From an optimization exercise on the open Yosys and OpenROAD flow, aimed at small area, a short achievable clock period and few clock cycles; shortcuts taken in it are not production practice. In this exercise RTL edits were held to simulation tests only and were not proved equivalent to the original. No activity file was given, so power comes from the tool's default toggle rates.

<file path="flow/config.mk">
export PLATFORM = sky130hd
export DESIGN_NAME = bx8_quant
export DESIGN_NICKNAME = bx8_quant
export VERILOG_FILES = /design/flow/design.v
export SDC_FILE = /design/flow/constraint.sdc
export NUM_CORES = 4
export LEC_CHECK = 0
export CAP_MARGIN = 20
export CORE_MARGIN = 2
export CORE_UTILIZATION = 40
export PLACE_DENSITY = 0.6
export SLEW_MARGIN = 20
</file>
<file path="flow/constraint.sdc">
create_clock -name core_clock -period 25.0 [get_ports {clk}]
set_input_delay 5.0000 -clock core_clock [delete_from_list [all_inputs] [get_ports {clk}]]
set_output_delay 5.0000 -clock core_clock [all_outputs]
set_load 0.01 [all_outputs]
</file>
<file path="flow/design.v">
module bx8_elem_round (
    input  wire [31:0] x,
    input  wire [7:0]  e_blk,
    input  wire [1:0]  fmt,
    output reg  [7:0]  code,
    output reg         inexact,
    output reg         underflow,
    output reg         saturate
);
    localparam [1:0] FJ4  = 2'd1;
    localparam [1:0] FJ8A = 2'd2;
    localparam [1:0] FJ8G = 2'd3;
    reg  [1:0]         fbits;
    reg  signed [11:0] emin;
    reg  [6:0]         maxcode;
    always @* begin
        case (fmt)
            FJ4:     begin fbits = 2'd1; emin = 12'sd0;   maxcode = 7'h07; end
            FJ8G:    begin fbits = 2'd2; emin = -12'sd14; maxcode = 7'h7F; end
            default: begin fbits = 2'd3; emin = -12'sd6;  maxcode = 7'h7F; end
        endcase
    end
    wire        sign   = x[31];
    wire [7:0]  ex     = x[30:23];
    wire [23:0] sig    = {ex != 8'd0, x[22:0]};
    wire        is_zero = (sig == 24'd0);
    reg [4:0] lz;
    integer i;
    always @* begin
        lz = 5'd0;
        for (i = 0; i < 24; i = i + 1)
            if (sig[i]) lz = 5'd23 - i[4:0];
    end
    wire [23:0] sn = sig << lz;
    wire signed [11:0] e_src = (ex == 8'd0) ? -12'sd126 : ($signed({4'd0, ex}) - 12'sd127);
    wire signed [11:0] en    = e_src - $signed({7'd0, lz}) + 12'sd127 - $signed({4'd0, e_blk});
    wire               tiny = (en < emin);
    wire signed [11:0] shw = 12'sd23 - $signed({10'd0, fbits}) + (tiny ? (emin - en) : 12'sd0);
    wire [4:0]         sh  = (shw > 12'sd25) ? 5'd25 : shw[4:0];
    wire [25:0] sn_w   = {2'b00, sn};
    wire [25:0] kept   = sn_w >> sh;
    wire [25:0] below  = sn_w & ~({26{1'b1}} << sh);
    wire [25:0] half   = 26'd1 << (sh - 5'd1);
    wire        rbit   = |(below & half);
    wire        sticky = |(below & (half - 26'd1));
    wire [25:0] rounded = kept + {25'd0, rbit & (sticky | kept[0])};
    wire signed [11:0] base  = tiny ? 12'sd0 : (en - emin);
    wire [15:0]        cmag  = ({4'd0, base[11:0]} << fbits) + rounded[15:0];
    wire               sat   = (cmag > {9'd0, maxcode});
    wire [6:0]         mag   = sat ? maxcode : cmag[6:0];
    always @* begin
        if (is_zero) begin
            code = 8'h00; inexact = 1'b0; underflow = 1'b0; saturate = 1'b0;
        end else begin
            if (mag == 7'd0)
                code = 8'h00;
            else if (fmt == FJ4)
                code = {4'h0, sign, mag[2:0]};
            else
                code = {sign, mag};
            inexact   = rbit | sticky | sat;
            underflow = tiny & (rbit | sticky);
            saturate  = sat;
        end
    end
endmodule
module bx8_choose_scale (
    input  wire [30:0] amax,
    input  wire [1:0]  fmt,
    output reg  [7:0]  bx8
);
    reg signed [11:0] ef;
    reg [22:0]        gthr;
    always @* begin
        case (fmt)
            2'd1:    begin ef = 12'sd2;  gthr = 23'h400000; end
            2'd3:    begin ef = 12'sd16; gthr = 23'h600000; end
            default: begin ef = 12'sd8;  gthr = 23'h700000; end
        endcase
    end
    wire [7:0]  ex  = amax[30:23];
    wire [23:0] sig = {ex != 8'd0, amax[22:0]};
    reg [4:0] lz;
    integer i;
    always @* begin
        lz = 5'd0;
        for (i = 0; i < 24; i = i + 1)
            if (sig[i]) lz = 5'd23 - i[4:0];
    end
    wire [23:0] sn = sig << lz;
    wire signed [11:0] e = ((ex == 8'd0) ? -12'sd126 : ($signed({4'd0, ex}) - 12'sd127))
                           - $signed({7'd0, lz});
    wire signed [11:0] s0 = e - ef + ((sn[22:0] > gthr) ? 12'sd1 : 12'sd0);
    wire signed [11:0] s  = (s0 > 12'sd127) ? 12'sd127 : (s0 < -12'sd127) ? -12'sd127 : s0;
    always @* begin
        if (amax == 31'd0)
            bx8 = 8'h00;
        else
            bx8 = s[7:0] + 8'd127;
    end
endmodule
module bx8_quant (
    input  wire        clk,
    input  wire        rst,         
    input  wire        in_valid,
    output wire        in_ready,
    input  wire [31:0] in_data,     
    input  wire [1:0]  in_fmt,      
    input  wire        in_given,    
    input  wire [7:0]  in_scale,    
    output wire        out_valid,
    input  wire        out_ready,
    output wire [7:0]  out_code,    
    output wire [7:0]  out_bx8,     
    output wire        out_last,    
    output wire [3:0]  out_flags    
);
    localparam [1:0] S_LOAD  = 2'd0;
    localparam [1:0] S_SCALE = 2'd1;
    localparam [1:0] S_DRAIN = 2'd2;
    reg [1:0]  state;
    reg [5:0]  idx;
    reg [31:0] buf_mem [0:63];
    reg [1:0]  fmt;
    reg        given;
    reg [7:0]  given_scale;
    reg [30:0] amax;
    reg        nonfinite;
    reg [7:0]  bx8;
    reg [2:0]  flags_acc;        
    assign in_ready  = (state == S_LOAD);
    assign out_valid = (state == S_DRAIN);
    wire in_fire  = in_valid && in_ready;
    wire out_fire = out_valid && out_ready;
    wire [7:0] bx8_auto;
    bx8_choose_scale u_scale (
        .amax (amax),
        .fmt  (fmt),
        .bx8  (bx8_auto)
    );
    wire [7:0] el_code;
    wire       el_inexact, el_underflow, el_saturate;
    bx8_elem_round u_round (
        .x         (buf_mem[idx]),
        .e_blk     (bx8),
        .fmt       (fmt),
        .code      (el_code),
        .inexact   (el_inexact),
        .underflow (el_underflow),
        .saturate  (el_saturate)
    );
    wire       in_nonfin = (in_data[30:23] == 8'hFF);
    always @(posedge clk) begin
        if (rst) begin
            state     <= S_LOAD;
            idx       <= 6'd0;
            amax      <= 31'd0;
            nonfinite <= 1'b0;
            flags_acc <= 3'd0;
        end else begin
            case (state)
                S_LOAD: if (in_fire) begin
                    buf_mem[idx] <= in_data;
                    if (idx == 6'd0) begin
                        fmt         <= in_fmt;
                        given       <= in_given;
                        given_scale <= in_scale;
                        nonfinite   <= in_nonfin;
                        amax        <= in_nonfin ? 31'd0 : in_data[30:0];
                    end else begin
                        if (in_nonfin)
                            nonfinite <= 1'b1;
                        else if (in_data[30:0] > amax)
                            amax <= in_data[30:0];
                    end
                    idx <= idx + 6'd1;
                    if (idx == 6'd63)
                        state <= S_SCALE;
                end
                S_SCALE: begin
                    if (nonfinite)
                        bx8 <= 8'hFF;
                    else if (given)
                        bx8 <= given_scale;
                    else
                        bx8 <= bx8_auto;
                    flags_acc <= 3'd0;
                    state     <= S_DRAIN;
                end
                S_DRAIN: if (out_fire) begin
                    flags_acc <= flags_acc | {el_saturate, el_underflow, el_inexact};
                    idx <= idx + 6'd1;
                    if (idx == 6'd63)
                        state <= S_LOAD;
                end
                default: state <= S_LOAD;
            endcase
        end
    end
    wire nan_blk = nonfinite;
    assign out_code  = nan_blk ? ((fmt == 2'd1) ? 8'h00 : 8'h80) : el_code;
    assign out_bx8   = bx8;
    assign out_last  = (idx == 6'd63);
    assign out_flags = nan_blk ? 4'b1000
                               : {1'b0, flags_acc | {el_saturate, el_underflow, el_inexact}};
endmodule
</file>
<file path="flow/run.sh">
#!/bin/bash
# synth_recipe.tcl (not shown) runs the flow's synth.tcl, then flattens the netlist and writes it again
# the make line also repeats each setting of config.mk as NAME=value (left out here)
make -C /OpenROAD-flow-scripts/flow DESIGN_CONFIG=/design/flow/config.mk WORK_HOME=/design/flow/orfs CLKGATE_MAP_FILE= SYNTH_SCRIPT=/design/flow/synth_recipe.tcl finish
</file>
==> reports/results.ini <==
[final_layout]
postLayoutCellArea_um2=104000
nets=5826
area_growth_pct=13.53
drive_gt1_share_pct=20.00

[clock_tree]
cts.sinks=2116
clock-root-buffer=clkbuf_16
clock_path_buffers=3
cts_tree=yes
postCtsHoldBufs=0
numCtsBuffers=210
insertion_delay_ns=0.87
htree_levels=4
clk_pin_slew_worst_paths_ns=0.06

[hold_path]
min_from=flags_acc[0]
hold_class=reg -> reg
min_path_cells=2
min_delay_worst_endpoint=flags_acc[0]

[global_routing]
grt-ovfl-total=0
grt_max_degree=102
grt_usage_pct=24.82
antenna_found_initial=8
grt_pass1_vias=52325
grt_pass1_wl_um=408400

[logic_synthesis]
yosysSeqAreaShare_pct=68.84
syn_nets=5583
synth_top_cell_area_share_pct=67.77
synthTopCellsByArea=edfxtp_1, mux4_2, mux2i_1, ha_1, a22oi_1
synth.avg_cell_area_um2=16.94
synth-edff-count=2067
synth_area_um2=91590
yosys_warnings=3
yosysTopAreaCell=edfxtp_1
synth.distinct_cells=103
synthCells=5406
synth_top_flop_cell=edfxtp_1
ys_ff_latch=2116
async_reset_ff_share_pct=0

[pwr]
peakVddDrop_uv=139.9
leakage_nw=32.74
power_density_nw_per_um2=96.65
fin_total_pwr_mw=10.05

[worst_setup_path]
cp.required_ns=20.00
crit_arrival_ns=18.88
r2r_cells=71
critPathMaxFanout=63
worstSetupEndpointType=output pin
rrSetupSlack_ns=7.28
slowest_stage=a221oi_1
criticalPathCategory=reg -> out
slowest_delay_ns=0.88
critPathLaunchType=register
timing.rr.end=flags_acc[0]
path_common_cell=a21oi_1

[floorplan]
num_rows=175
core_um2=227500
start_util_pct=40.26
die-area_um2=232800
die_y_um=482.5
die_width_um=482.5
io_pins=70

[outcome]
status=finished clean

[detailed_routing]
drc=0
drtIter0Drc=8224
first_pass_iters=8
viasPerCell=6.168
ant_nets=0
wl_um=294100
avgRoutedWirePerCell_um=33.27
via_count=54528

[timing]
hold_viol=0
fin_crit_ns=23.88
fmax_ghz=0.04188
hold_slack_ns=0.4700
finalSetupTns_ns=0
setup_ws_ns=1.120
rsz0062_at_grt=false
slew_viol_final=0
setup_violations=0
fin_skew_ns=0.09596
slew_headroom_pct=23.60
worst_slew_pin_slew_ns=1.114
finalCritPeriodShare_pct=95.52

[placed_design]
place_ws_ns=1.508
post_dp_cell_area_um2=96860
dp.final_hpwl_um=179900
portBuffers=69
gp_congestion=0.9251

[job]
maxCapViolCount=0

stage by stage:
stage	instances	utilization, %
after global placement	8438	42.57
after global routing	8840	45.71
final	8841	45.71
after CTS	8833	45.59
after floorplan	5406	-
after detailed placement	8439	42.58
per-layer routing:
layer | GRT usage (%) | vias to the layer above | routed length (um)
met1 | 34.82 | 28612 | 116900
met3 | 3.830 | 521 | 27230
met4 | 8.952 | 0 | 11930
met5 | 0 | - | 0
met2 | 39.35 | 2965 | 138000
li1 | - | 22430 | -
flip-flops by register name (all words and copies together), names as in the netlist, named ones only:
| name | count |
|---|---|
| amax | 31 |
| idx | 6 |
| fmt | 2 |
| state | 2 |
| bx8 | 8 |
| given | 1 |
| buf_mem | 2048 |
| flags_acc | 3 |
| given_scale | 8 |
| nonfinite | 1 |
repair_timing:
item,in CTS,in global routing
setup buffers,0,6
gates resized for setup,0,20
endpoints found under the hold margin,0,0
endpoints found under the setup margin,0,10
cell usage in the layout (no fill, tap or decap), drive strengths merged, types with 32 or more instances in the layout:
cell / netlist / routed
nor2: 250 / 250
mux2i: 354 / 354
nand2: 261 / 261
buf: 149 / 279
a21oi: 211 / 211
a22oi: 163 / 163
nand3: 124 / 124
nand3b: 37 / 37
ha: 116 / 116
clkbuf: 137 / 259
xnor2: 41 / 41
nor3: 70 / 70
nand4: 50 / 50
mux2: 35 / 35
dfxtp: 49 / 49
a211oi: 46 / 46
a21o: 35 / 35
o21ai: 111 / 111
inv: 121 / 128
edfxtp: 2067 / 2067
nor2b: 39 / 39
clkdlybuf4s50: 0 / 36
clkinv: 3 / 106
and2: 34 / 34
mux4: 415 / 415
o22ai: 32 / 32
logic make-up after synthesis:
family                     synth area share [%]
DFF                                       68.84
xor gates and xnor gates                 0.5737
and+or+nand+nor                           5.546
other                                  0.004094
muxes                                     14.50
adders and majority gates                 1.891
AOI/OAI and AO/OA                         6.454
buffers and inverters                     2.191
worst max path at each step:
stage	to	depth (start not counted)
5_1_grt	out_code[3]	73
2_1_floorplan	out_code[3]	84
3_5_place_dp	out_code[3]	68
4_1_cts	out_code[3]	68
3_3_place_gp	out_code[3]	69
6_report	out_code[7]	72
critical path, delay by kind of cell, from the launching register on:
family                   cells  cell delay, ns
XOR/XNOR                     1            0.15
adder cells (fa/ha/maj)     11            3.99
buffers and inverters        9            1.99
AND/OR/NAND/NOR             19            3.04
multiplexers                 2            0.88
AO/OA/AOI/OAI               30            7.28
flip-flops                   1            0.60
cells in the mapped netlist (35+ instances only):
cell type / instances
mux4_2: 415
mux2_2: 35
edfxtp_1: 2067
nand2_1: 261
dfxtp_1: 49
clkbuf_1: 136
nor2_1: 250
a21oi_1: 211
nor2b_1: 39
inv_1: 120
nand4_1: 50
o21ai_0: 108
nand3_1: 124
mux2i_1: 354
a22oi_1: 163
xnor2_1: 41
a21o_1: 35
ha_1: 116
buf_2: 58
nand3b_1: 37
nor3_1: 69
a211oi_1: 45
area by class of cell:
class / instances / area, um^2
multi-input combinational: 2880 / 27160
clock inverter: 137 / 1398
antenna: 1 / 2.502
clock buffer: 257 / 5463
inverter: 124 / 467.9
timing repair buffer: 317 / 2663
fill: 19322 / 123500
sequential: 2116 / 63070
tap: 3009 / 3765
power breakdown:
group	internal, mW	leakage, nW	switching (mW)
Clock	1.75	3.32	1.39
Combinational	1.07	10.4	1.92
Sequential	3.90	19.0	0.0158
Total	6.73	32.7	3.32
Testbench counts, summed over its fixed seeds: cycles 33,024.

## re-timing with driven ports
How much do the figures lean on ideal ports? The routed layout below was timed once more, with nothing changed but the port constraints.
Step 1: set_driving_cell puts a clkbuf_16 on clk and a buf_2 on each other input, an assumption about the parent block.
Step 2 adds t to the input delays and takes it off the output delays; t is the mean of the earliest and latest rising clock arrival at the registers after step 1. Input paths then give back, and output paths get back, about the clock's delay inside the block.
Three values: ideal, step 1, step 2; two values: the first two.
shift t [ns]: 0.918
setup slack, ns: 1.120 / 1.028 / 1.947
hold slack, ns: 0.470 / 0.470 / 0.470
After both steps this run still meets setup and hold. The setup slack of this run moves by -0.092 ns with the drivers and by +0.827 ns with both steps.
